From an optimization exercise on the open Yosys and OpenROAD flow, aimed at small area; shortcuts taken in it are not production practice.
Only simulation tests tie the RTL to the original design; equivalence was not proved.

== the previous run ==
// dresser_channel
module dresser_channel (
    input  wire        clk,
    input  wire        rst,           
    input  wire        enable,
    input  wire [12:0] ratio,
    input  wire        invert,
    input  wire        bit_valid,
    input  wire        bit_in,
    input  wire        gain_we,
    input  wire        offset_we,
    input  wire [31:0] coef_wdata,
    input  wire        apply,
    input  wire [2:0]  flags_clr,
    output reg         result_valid,
    output wire [31:0] result_y,
    output wire [31:0] result_x,
    output reg  [2:0]  flags
);
    localparam [31:0] ONE = 32'h3F80_0000;
    reg [31:0] gain_stage, offset_stage;
    reg [31:0] gain_act, offset_act;
    always @(posedge clk) begin
        if (rst) begin
            gain_stage   <= ONE;
            offset_stage <= 32'd0;
            gain_act     <= ONE;
            offset_act   <= 32'd0;
        end else begin
            if (gain_we)
                gain_stage <= coef_wdata;
            if (offset_we)
                offset_stage <= coef_wdata;
            if (apply) begin
                gain_act   <= gain_stage;
                offset_act <= offset_stage;
            end
        end
    end
    wire        win_end, sat_now;
    wire [31:0] win_x;
    wire [36:0] cmb_c1, cmb_z2, cmb_z3, cmb_c2, cmb_c3;
    sinc3_decimator u_dec (
        .clk       (clk),
        .rst       (rst),
        .enable    (enable),
        .ratio     (ratio),
        .invert    (invert),
        .bit_valid (bit_valid),
        .bit_in    (bit_in),
        .win_end   (win_end),
        .win_x     (win_x),
        .sat_now   (sat_now),
        .cmb_c1    (cmb_c1),
        .cmb_z2    (cmb_z2),
        .cmb_z3    (cmb_z3),
        .cmb_c2    (cmb_c2),
        .cmb_c3    (cmb_c3)
    );
    wire fin, of, nx;
    f32_scaler u_scale (
        .clk    (clk),
        .rst    (rst),
        .start  (win_end),
        .x_in   (win_x),
        .gain   (gain_act),
        .offset (offset_act),
        .x_out  (result_x),
  ...
Size: roughly 4000 cells after synthesis, about 480 flip-flops, roughly 130 I/O pins.
make LEC_CHECK=0 ABC_AREA=1 CAP_MARGIN=20 CORE_MARGIN=2 CORE_UTILIZATION=65 CTS_BUF_LIST=sky130_fd_sc_hd__clkbuf_8 CTS_CLUSTER_DIAMETER=60 CTS_CLUSTER_SIZE=16 SLEW_MARGIN=20 finish   # period 40.0 ns
run.sh (not shown) runs the stock make flow with config.mk's settings and CLKGATE_MAP_FILE= SYNTH_SCRIPT=/design/flow/synth_recipe.tcl, a recipe that flattens the netlist after the stock synthesis.
#### Input delta (the current run over the previous run)
Settings: removing CTS_BUF_LIST (formerly sky130_fd_sc_hd__clkbuf_8); changing CORE_UTILIZATION from 65 to 40; changing CTS_CLUSTER_SIZE from 16 to 24.
==> flow/flow/run.sh (new file) <==
#!/bin/bash
# The standard layout (the standard.sh, unchanged synthesis), with clock
# tree synthesis told not to add dummy loads: the same CTS arguments ORFS
# builds from CTS_CLUSTER_SIZE / CTS_CLUSTER_DIAMETER, plus
# -dont_use_dummy_load. Each tool's full output stays in ORFS's own logs
# (orfs/logs/...); make's output goes to flow.log here.
set -euo pipefail
bash standard.sh \
  CTS_ARGS="-sink_clustering_enable -repair_clock_nets -sink_clustering_size 24 -sink_clustering_max_diameter 60 -dont_use_dummy_load" \
  finish > flow.log 2>&1
==> flow/standard.sh (new file) <==
#!/bin/bash
# synth_recipe.tcl (not shown) runs the flow's synth.tcl, then flattens the netlist and writes it again
# the make line also repeats each setting of config.mk as NAME=value (left out here)
make -C /OpenROAD-flow-scripts/flow DESIGN_CONFIG=/design/flow/config.mk WORK_HOME=/design/flow/orfs CLKGATE_MAP_FILE= SYNTH_SCRIPT=/design/flow/synth_recipe.tcl "${@:-finish}"
removed: flow/run.sh
Findings:
Looking at final design area excluding fillers, the current run sits 820 um^2 higher than the previous run does. Diff the previous run -> the current run: wire length after detailed routing -3.2 mm, slew of the pin with the lowest slew margin down 0.16 ns. Summary of the current run over the previous run: xor-xnor portion of the synthesized cell area held steady; sequential share of cell area decreased by 0.78 points relative to the old numbers; fraction of layout instances using a drive strength above 1 went down 0.26 points; top fanout value on the critical path barely changed. The final-layout clock-cell area share in the current run was higher than what the previous run gave. The previous run -> the current run: count of flip-flops with a built-in enable after synthesis delta 0, exact match.

---

dresser_channel again, from the RTL that the note above started with.
Settings: LEC_CHECK=0, ABC_AREA=1, CAP_MARGIN=20, CORE_MARGIN=2, CORE_UTILIZATION=65, SLEW_MARGIN=20; clock period 40.0 ns.
Stock flow here: none of the scripts above is used.
Rerun with:
==> flow/flow/run.sh (new file) <==
#!/bin/bash
set -euo pipefail
bash standard.sh \
  CTS_ARGS="-sink_clustering_enable -repair_clock_nets -sink_clustering_size 20 -sink_clustering_max_diameter 60 -buf_list sky130_fd_sc_hd__clkbuf_8 -dont_use_dummy_load" \
  finish > flow.log 2>&1
==> flow/standard.sh (new file) <==
#!/bin/bash
# synth_recipe.tcl (not shown) runs the flow's synth.tcl, then flattens the netlist and writes it again
# the make line also repeats each setting of config.mk as NAME=value (left out here)
make -C /OpenROAD-flow-scripts/flow DESIGN_CONFIG=/design/flow/config.mk WORK_HOME=/design/flow/orfs CLKGATE_MAP_FILE= SYNTH_SCRIPT=/design/flow/synth_recipe.tcl "${@:-finish}"
--- a/flow/config.mk
+++ b/flow/config.mk
@@ -10,3 +10,6 @@
 export CORE_MARGIN = 2
 export CORE_UTILIZATION = 65
+export CTS_BUF_LIST = sky130_fd_sc_hd__clkbuf_8
+export CTS_CLUSTER_DIAMETER = 60
+export CTS_CLUSTER_SIZE = 20
 export SLEW_MARGIN = 20
removed: flow/run.sh
The changed run produced a clean layout. Non-clock buffer count fell by 1. Fmax barely changes. Worst setup slack degrades by 0.085 ns. Count of clock-buffer cells in the layout shrinks by 29. Sequential share of layout area is higher by 1.1 points. Synthesized cell count is unchanged. Global-route usage is lower by 2.7 points. Cell count decreases by 1.1%. Clock skew climbs by 0.059 ns. Die area does not change.

---

## run A
Starting RTL as in the previous note.
==> flow/config.mk <==
export PLATFORM = sky130hd
export DESIGN_NAME = dresser_channel
export DESIGN_NICKNAME = dresser_channel
export VERILOG_FILES = /design/flow/design.v
export SDC_FILE = /design/flow/constraint.sdc
export NUM_CORES = 4
export LEC_CHECK = 0
export ABC_AREA = 1
export CAP_MARGIN = 20
export CORE_MARGIN = 2
export CORE_UTILIZATION = 65
export CTS_BUF_LIST = sky130_fd_sc_hd__clkbuf_8
export CTS_CLUSTER_DIAMETER = 60
export CTS_CLUSTER_SIZE = 16
export SLEW_MARGIN = 20
==> flow/constraint.sdc <==
create_clock -name core_clock -period 40.0 [get_ports {clk}]
set_input_delay 8.0000 -clock core_clock [delete_from_list [all_inputs] [get_ports {clk}]]
set_output_delay 8.0000 -clock core_clock [all_outputs]
set_load 0.01 [all_outputs]
standard.sh (not shown) runs the stock make flow with config.mk's settings and CLKGATE_MAP_FILE= SYNTH_SCRIPT=/design/flow/synth_recipe.tcl, a recipe that flattens the netlist after the stock synthesis.
==> flow/flow/run.sh <==
#!/bin/bash
set -euo pipefail
bash standard.sh \
  CTS_ARGS="-sink_clustering_enable -repair_clock_nets -sink_clustering_size 16 -sink_clustering_max_diameter 60 -buf_list sky130_fd_sc_hd__clkbuf_8 -dont_use_dummy_load" \
  finish > flow.log 2>&1
[inputs] run B vs run A
Settings: a deleted CTS_BUF_LIST that had been sky130_fd_sc_hd__clkbuf_8; a change of CTS_CLUSTER_SIZE from 16 to 24.
==> flow/run.sh (new file) <==
#!/bin/bash
# synth_recipe.tcl (not shown) runs the flow's synth.tcl, then flattens the netlist and writes it again
# the make line also repeats each setting of config.mk as NAME=value (left out here)
make -C /OpenROAD-flow-scripts/flow DESIGN_CONFIG=/design/flow/config.mk WORK_HOME=/design/flow/orfs CLKGATE_MAP_FILE= SYNTH_SCRIPT=/design/flow/synth_recipe.tcl finish
removed: flow/flow/run.sh
removed: flow/standard.sh
### Flow results
- | final routed wire length divided by cell count | run B vs run A | about 2% higher |
- The higher area growth from synthesis to final layout came out of run B.
- Taking run A as the reference, in run B clock latency on the worst-skew pair decreased by 40 ps relative to the old numbers; setup slack decreased by 200 ps relative to the old numbers; post-cts repair resize count closely matched the old numbers.
- Run B vs run A — global-route usage rose 1.3 points.
- Going from run A to run B, worst clock skew decreased by 58 ps relative to the old numbers, non-clock buffer count lost 1.

-- port drivers added, routing unchanged --
In the flow no input, the clock included, has a driving cell. The finished layouts below were timed again as built, in two steps. Step 1 sets driving cells, clkbuf_16 on the clock port and buf_2 on the other inputs (assumed; they add their load-dependent delay and slew). Step 2 moves the port delays by t, midway between the first and last clock arrival at a register: inputs arrive t later, outputs are due t later. That takes back most of the time a late clock gives input paths. Slacks: ideal ports / drivers / drivers and shift; pairs: ideal ports / drivers.
| run | t, ns | setup slack, ns | worst setup path at the end | latest minus earliest clock arrival (ns) |
|---|---|---|---|---|
| the previous run | 0.718 | 9.329 / 9.329 / 9.329 | register to register | 0.070 / 0.069 |
| the current run | 0.623 | 10.147 / 10.147 / 9.727 | input to register | 0.109 / 0.109 |
| the first run of note 2 | 0.675 | 9.295 / 9.295 / 8.912 | input to register | 0.023 / 0.023 |
| the second run of note 2 | 0.680 | 9.210 / 9.210 / 9.210 | register to register | 0.082 / 0.082 |
| run A | 0.676 | 9.354 / 9.354 / 9.309 | input to register | 0.112 / 0.112 |
| run B | 0.669 | 9.151 / 9.151 / 9.012 | input to register | 0.055 / 0.054 |
After both steps setup and hold are still met in every run listed. For the current run, which loses most, drivers alone change the setup slack by 0.000 ns; drivers and shift together by -0.420 ns.
